Context: an optimization exercise on an open-source flow, tuned for small area, a short achievable clock period and few clock cycles. The choices shown serve that exercise and are no tape-out recipe. RTL that was checked went through simulation tests only; none was proved equivalent to the original.

v3:
==> flow/design.v <==
module cv_unit (
    input  wire        clk,
    input  wire        rst,       
    input  wire        we,
    input  wire [2:0]  waddr,
    input  wire [63:0] wdata,
    input  wire [2:0]  raddr,
    output reg  [63:0] rdata,
    output wire        busy
);
    localparam A_CFG    = 3'd0;
    localparam A_POLY   = 3'd1;
    localparam A_INIT   = 3'd2;
    localparam A_VALUE  = 3'd3;
    localparam A_DATA   = 3'd4;
    localparam A_CMD    = 3'd5;
    localparam A_RESULT = 3'd6;
    reg  [5:0]  sh;                     
    wire [6:0]  width = 7'd64 - {1'b0, sh};
    reg         refin, refout, invert;
    reg  [63:0] poly, init, value;
    reg  [3:0]  nbytes;
    reg  [63:0] dbuf;
    reg  [3:0]  pend;
    reg  [31:1] q;
    reg         qbad;                   
    wire        qok = !qbad;
    wire [63:0] mask = {64{1'b1}} >> sh;
    reg  [63:0] vrev, prev;
    integer j;
    always @* begin
        for (j = 0; j < 64; j = j + 1) begin
            vrev[j] = value[63 - j];
            prev[j] = poly[63 - j];
        end
    end
    wire [63:0] vref = vrev >> sh;    
    wire [63:0] pref = prev >> sh;    
    reg  [31:0] qn;
    integer a, u, kk;
    always @* begin
        qn = 32'd1;
        for (kk = 1; kk < 32; kk = kk * 2)
            for (a = kk; a < 2 * kk; a = a + 1) begin
                qn[a] = pref[a - 1];
                for (u = 2; u <= a; u = u + 2)
                    qn[a] = qn[a] ^ (qn[u / 2] & ((u == a) ? 1'b1 : pref[a - u - 1]));
            end
    end
    function [2:0] t_cm2(input [1:0] a, input [1:0] b);
        integer i;
        begin
            t_cm2 = 3'd0;
            for (i = 0; i < 2; i = i + 1)
                t_cm2 = t_cm2 ^ ({3{a[i]}} & ({1'd0, b} << i));
        end
    endfunction
    function [1:0] t_lh2(input [1:0] a, input [1:0] b);
        integer i;
        begin
            t_lh2 = 2'd0;
            for (i = 0; i < 2; i = i + 1)
                t_lh2 = t_lh2 ^ ({2{a[i]}} & (b << i));
        end
    endfunction
    function [6:0] t_cm4(input [3:0] a, input [3:0] b);
        integer i;
        begin
            t_cm4 = 7'd0;
            for (i = 0; i < 4; i = i + 1)
                t_cm4 = t_cm4 ^ ({7{a[i]}} & ({3'd0, b} << i));
        end
    endfunction
    function [3:0] t_lh4(input [3:0] a, input [3:0] b);
        integer i;
        begin
            t_lh4 = 4'd0;
            for (i = 0; i < 4; i = i + 1)
                t_lh4 = t_lh4 ^ ({4{a[i]}} & (b << i));
        end
    endfunction
    function [14:0] t_cm8(input [7:0] a, input [7:0] b);
        integer i;
        begin
            t_cm8 = 15'd0;
            for (i = 0; i < 8; i = i + 1)
                t_cm8 = t_cm8 ^ ({15{a[i]}} & ({7'd0, b} << i));
        end
    endfunction
    function [7:0] t_lh8(input [7:0] a, input [7:0] b);
        integer i;
        begin
            t_lh8 = 8'd0;
            for (i = 0; i < 8; i = i + 1)
                t_lh8 = t_lh8 ^ ({8{a[i]}} & (b << i));
        end
    endfunction
    function [30:0] t_cm16(input [15:0] a, input [15:0] b);
        integer i;
        begin
            t_cm16 = 31'd0;
            for (i = 0; i < 16; i = i + 1)
                t_cm16 = t_cm16 ^ ({31{a[i]}} & ({15'd0, b} << i));
        end
    endfunction
    function [15:0] t_lh16(input [15:0] a, input [15:0] b);
        integer i;
        begin
            t_lh16 = 16'd0;
            for (i = 0; i < 16; i = i + 1)
                t_lh16 = t_lh16 ^ ({16{a[i]}} & (b << i));
        end
    endfunction
    function [62:0] t_cm32(input [31:0] a, input [31:0] b);
        reg [30:0] lo, hi, mid;
        begin
            lo  = t_cm16(a[15:0], b[15:0]);
            hi  = t_cm16(a[31:16], b[31:16]);
            mid = t_cm16(a[15:0] ^ a[31:16], b[15:0] ^ b[31:16]) ^ lo ^ hi;
            t_cm32 = {32'd0, lo} ^ ({32'd0, mid} << 16) ^ ({32'd0, hi} << 32);
        end
    endfunction
    function [31:0] t_lh32(input [31:0] a, input [31:0] b);
        begin
            t_lh32 = {1'b0, t_cm16(a[15:0], b[15:0])} ^
                   ({t_lh16(a[15:0], b[31:16]) ^ t_lh16(a[31:16], b[15:0]), 16'd0});
        end
    endfunction
    function [2:0] p_cm2(input [1:0] a, input [1:0] b);
        integer i;
        begin
            p_cm2 = 3'd0;
            for (i = 0; i < 2; i = i + 1)
                p_cm2 = p_cm2 ^ ({3{a[i]}} & ({1'd0, b} << i));
        end
    endfunction
    function [1:0] p_lh2(input [1:0] a, input [1:0] b);
        integer i;
        begin
            p_lh2 = 2'd0;
            for (i = 0; i < 2; i = i + 1)
                p_lh2 = p_lh2 ^ ({2{a[i]}} & (b << i));
        end
    endfunction
    function [6:0] p_cm4(input [3:0] a, input [3:0] b);
        integer i;
        begin
            p_cm4 = 7'd0;
            for (i = 0; i < 4; i = i + 1)
                p_cm4 = p_cm4 ^ ({7{a[i]}} & ({3'd0, b} << i));
        end
    endfunction
    function [3:0] p_lh4(input [3:0] a, input [3:0] b);
        integer i;
        begin
            p_lh4 = 4'd0;
            for (i = 0; i < 4; i = i + 1)
                p_lh4 = p_lh4 ^ ({4{a[i]}} & (b << i));
        end
    endfunction
    function [14:0] p_cm8(input [7:0] a, input [7:0] b);
        integer i;
        begin
            p_cm8 = 15'd0;
            for (i = 0; i < 8; i = i + 1)
                p_cm8 = p_cm8 ^ ({15{a[i]}} & ({7'd0, b} << i));
        end
    endfunction
    function [7:0] p_lh8(input [7:0] a, input [7:0] b);
        integer i;
        begin
            p_lh8 = 8'd0;
            for (i = 0; i < 8; i = i + 1)
                p_lh8 = p_lh8 ^ ({8{a[i]}} & (b << i));
        end
    endfunction
    function [30:0] p_cm16(input [15:0] a, input [15:0] b);
        integer i;
        begin
            p_cm16 = 31'd0;
            for (i = 0; i < 16; i = i + 1)
                p_cm16 = p_cm16 ^ ({31{a[i]}} & ({15'd0, b} << i));
        end
    endfunction
    function [15:0] p_lh16(input [15:0] a, input [15:0] b);
        integer i;
        begin
            p_lh16 = 16'd0;
            for (i = 0; i < 16; i = i + 1)
                p_lh16 = p_lh16 ^ ({16{a[i]}} & (b << i));
        end
    endfunction
    function [62:0] p_cm32(input [31:0] a, input [31:0] b);
        reg [30:0] lo, hi, mid;
        begin
            lo  = p_cm16(a[15:0], b[15:0]);
            hi  = p_cm16(a[31:16], b[31:16]);
            mid = p_cm16(a[15:0] ^ a[31:16], b[15:0] ^ b[31:16]) ^ lo ^ hi;
            p_cm32 = {32'd0, lo} ^ ({32'd0, mid} << 16) ^ ({32'd0, hi} << 32);
        end
    endfunction
    function [31:0] p_lh32(input [31:0] a, input [31:0] b);
        begin
            p_lh32 = {1'b0, p_cm16(a[15:0], b[15:0])} ^
                   ({p_lh16(a[15:0], b[31:16]) ^ p_lh16(a[31:16], b[15:0]), 16'd0});
        end
    endfunction
    wire        from_buf = (pend != 4'd0);
    wire [3:0]  cnt   = from_buf ? pend : nbytes;
    wire [2:0]  nch   = (cnt > 4'd4) ? 3'd4 : cnt[2:0];    
    reg  [63:0] wfeed;
    integer f;
    always @*
        for (f = 0; f < 64; f = f + 1)
            wfeed[f] = refin ? wdata[8*(f/8) + (f%8)] : wdata[8*(f/8) + 7 - (f%8)];
    wire [31:0] feed  = from_buf ? dbuf[31:0] : wfeed[31:0];
    reg  [31:0] s, t, tr;
    integer i, k;
    always @* begin
        for (i = 0; i < 32; i = i + 1)
            s[i] = vref[i] ^ feed[i];
        t = t_lh32({q, 1'b1}, s);
        tr = 32'd0;
        case (nch)
            3'd1: for (k = 0; k < 8;  k = k + 1) tr[k] = t[7 - k];
            3'd2: for (k = 0; k < 16; k = k + 1) tr[k] = t[15 - k];
            3'd3: for (k = 0; k < 24; k = k + 1) tr[k] = t[23 - k];
            default: for (k = 0; k < 32; k = k + 1) tr[k] = t[31 - k];
        endcase
    end
    reg  [63:0] vsh, prod;
    always @* begin
        case (nch)
            3'd1:    vsh = value << 8;
            3'd2:    vsh = value << 16;
            3'd3:    vsh = value << 24;
            default: vsh = value << 32;
        endcase
        prod = {1'b0, p_cm32(tr, poly[31:0])} ^ {p_lh32(tr, poly[63:32]), 32'd0};
    end
    wire        vfold = !rst && qok && (from_buf || (we && waddr == A_DATA));
    reg  [63:0] vother;
    always @* begin
        vother = value;
        if (rst)
            vother = 64'd0;
        else if (!from_buf && we) begin
            if (waddr == A_VALUE)
                vother = wdata;
            else if (waddr == A_CMD && wdata[31])
                vother = init;
        end
    end
    wire [63:0] vkeep = mask & {64{vfold}};
    always @(posedge clk)
        value <= ((vsh ^ prod) & vkeep) | (vother & ~{64{vfold}});
    wire [63:0] result = (refout ? vref : (value & mask)) ^ (invert ? mask : 64'd0);
    always @(posedge clk) begin
        if (rst) begin
            sh     <= 6'd32;
            refin  <= 1'b0;
            refout <= 1'b0;
            invert <= 1'b0;
            poly   <= 64'd0;
            init   <= 64'd0;
            nbytes <= 4'd8;
            pend   <= 4'd0;
            qbad   <= 1'b1;
        end else begin
            if (qbad) begin
                q    <= qn[31:1];
                qbad <= 1'b0;
            end
            if (pend != 4'd0) begin
                if (qok) begin
                    dbuf[31:0]  <= dbuf[63:32];
                    pend        <= (pend > 4'd4) ? pend - 4'd4 : 4'd0;
                end
            end else if (we) begin
                case (waddr)
                    A_CFG: begin
                        invert <= wdata[13];
                        refout <= wdata[12];
                        refin  <= wdata[11];
                        if (wdata[6:0] >= 7'd8 && wdata[6:0] <= 7'd64)
                            sh <= 6'd0 - wdata[5:0];
                        qbad <= 1'b1;
                    end
                    A_POLY: begin
                        poly <= wdata;
                        qbad <= 1'b1;
                    end
                    A_INIT:  init  <= wdata;
                    A_DATA: begin
                        if (qok) begin
                            dbuf[31:0] <= wfeed[63:32];
                            pend       <= (nbytes > 4'd4) ? nbytes - 4'd4 : 4'd0;
                        end else begin
                            dbuf <= wfeed;
                            pend <= nbytes;
                        end
                    end
                    A_CMD: begin
                        if (wdata[3:0] >= 4'd1 && wdata[3:0] <= 4'd8)
                            nbytes <= wdata[3:0];
                    end
                    default: ;
                endcase
            end
        end
    end
    assign busy = (pend != 4'd0);
    always @* begin
        case (raddr)
            A_CFG:    rdata = {32'd0, 1'b0, busy, 1'b0, 15'd0, invert, refout, refin, 4'd0, width};
            A_POLY:   rdata = poly;
            A_INIT:   rdata = init;
            A_VALUE:  rdata = value;
            A_CMD:    rdata = {60'd0, nbytes};
            A_RESULT: rdata = result;
            default:  rdata = 64'd0;
        endcase
    end
endmodule
==> flow/config.mk <==
export PLATFORM = sky130hd
export DESIGN_NAME = cv_unit
export DESIGN_NICKNAME = cv_unit
export VERILOG_FILES = /design/flow/design.v
export SDC_FILE = /design/flow/constraint.sdc
export NUM_CORES = 4
export LEC_CHECK = 0
export CAP_MARGIN = 20
export CORE_MARGIN = 2
export CORE_UTILIZATION = 30
export PLACE_DENSITY = 0.45
export SLEW_MARGIN = 20
export TNS_END_PERCENT = 100
==> flow/constraint.sdc <==
create_clock -name core_clock -period 16.0 [get_ports {clk}]
set_input_delay 3.2000 -clock core_clock [delete_from_list [all_inputs] [get_ports {clk}]]
set_output_delay 3.2000 -clock core_clock [all_outputs]
set_load 0.01 [all_outputs]
standard.sh (not shown) runs the stock make flow with config.mk's settings and CLKGATE_MAP_FILE= SYNTH_SCRIPT=/design/flow/synth_recipe.tcl, a recipe that flattens the netlist after the stock synthesis.
==> flow/flow/run.sh <==
#!/bin/bash
set -euo pipefail
bash standard.sh SETUP_SLACK_MARGIN=7 MATCH_CELL_FOOTPRINT=0 finish > make_finish.log 2>&1
diff inputs: v3 => v39
--- a/flow/design.v
+++ b/flow/design.v
@@ -111,20 +111,21 @@
                 t_lh16 = t_lh16 ^ ({16{a[i]}} & (b << i));
         end
     endfunction
     function [62:0] t_cm32(input [31:0] a, input [31:0] b);
-        reg [30:0] lo, hi, mid;
+        integer i;
         begin
-            lo  = t_cm16(a[15:0], b[15:0]);
-            hi  = t_cm16(a[31:16], b[31:16]);
-            mid = t_cm16(a[15:0] ^ a[31:16], b[15:0] ^ b[31:16]) ^ lo ^ hi;
-            t_cm32 = {32'd0, lo} ^ ({32'd0, mid} << 16) ^ ({32'd0, hi} << 32);
+            t_cm32 = 63'd0;
+            for (i = 0; i < 32; i = i + 1)
+                t_cm32 = t_cm32 ^ ({63{a[i]}} & ({31'd0, b} << i));
         end
     endfunction
     function [31:0] t_lh32(input [31:0] a, input [31:0] b);
+        integer i;
         begin
-            t_lh32 = {1'b0, t_cm16(a[15:0], b[15:0])} ^
-                   ({t_lh16(a[15:0], b[31:16]) ^ t_lh16(a[31:16], b[15:0]), 16'd0});
+            t_lh32 = 32'd0;
+            for (i = 0; i < 32; i = i + 1)
+                t_lh32 = t_lh32 ^ ({32{a[i]}} & (b << i));
         end
     endfunction
     function [2:0] p_cm2(input [1:0] a, input [1:0] b);
         integer i;
@@ -174,21 +175,20 @@
                 p_lh8 = p_lh8 ^ ({8{a[i]}} & (b << i));
         end
     endfunction
     function [30:0] p_cm16(input [15:0] a, input [15:0] b);
-        integer i;
+        reg [14:0] lo, hi, mid;
         begin
-            p_cm16 = 31'd0;
-            for (i = 0; i < 16; i = i + 1)
-                p_cm16 = p_cm16 ^ ({31{a[i]}} & ({15'd0, b} << i));
+            lo  = p_cm8(a[7:0], b[7:0]);
+            hi  = p_cm8(a[15:8], b[15:8]);
+            mid = p_cm8(a[7:0] ^ a[15:8], b[7:0] ^ b[15:8]) ^ lo ^ hi;
+            p_cm16 = {16'd0, lo} ^ ({16'd0, mid} << 8) ^ ({16'd0, hi} << 16);
         end
     endfunction
     function [15:0] p_lh16(input [15:0] a, input [15:0] b);
-        integer i;
         begin
-            p_lh16 = 16'd0;
-            for (i = 0; i < 16; i = i + 1)
-                p_lh16 = p_lh16 ^ ({16{a[i]}} & (b << i));
+            p_lh16 = {1'b0, p_cm8(a[7:0], b[7:0])} ^
+                   ({p_lh8(a[7:0], b[15:8]) ^ p_lh8(a[15:8], b[7:0]), 8'd0});
         end
     endfunction
     function [62:0] p_cm32(input [31:0] a, input [31:0] b);
         reg [30:0] lo, hi, mid;
Findings:
v3 → v39: wire length on met1 -7500 um, die area moved down, width of the chip has decreased.
From v3 to v39 the numbers moved as follows: critical path depth lost 2; post-layout instance area shrank by 2.7%.
A slowest library cell on the worst path of sky130_fd_sc_hd__nor2_1 is what v39 shows, while sky130_fd_sc_hd__dfxtp_4 belongs to v3.
v3 → v39: post-synthesis instance area shows a reduction of 4.4%; proportion of cell area occupied by multi-input gates shows a reduction of 0.91 points.
Testbench counts of v39, summed over its fixed seeds: cycles 7,307.
No functional check of the RTL was part of v3.

==> afterwards: timing with drivers on the ports <==
The flow's constraints put no driver on any port. The routed layouts listed below were extracted and timed again, unchanged, in two steps. Step 1 assumes that a clkbuf_16 drives the clock port and a buf_2 every other input. Step 2 times the ports against the registers' clock, not the clock port: input delays grow and output delays shrink by t, the midpoint of the rising clock arrivals with the driver on. a / b / c = ideal ports / drivers / drivers and shift; a / b = the first two.
run	t (ns)	slack for setup (ns)	worst hold slack (ns)	slew at the worst register clock pin (ns)
v3	0.738	6.716 / 6.640 / 6.259	0.456 / 0.456 / 0.456	0.09 / 0.09
v39	0.722	6.772 / 6.706 / 6.321	0.475 / 0.475 / 0.475	0.09 / 0.09
After both steps every run listed still meets setup and hold. For v3, which loses most, drivers alone change the setup slack by -0.076 ns; drivers and shift together by -0.457 ns.
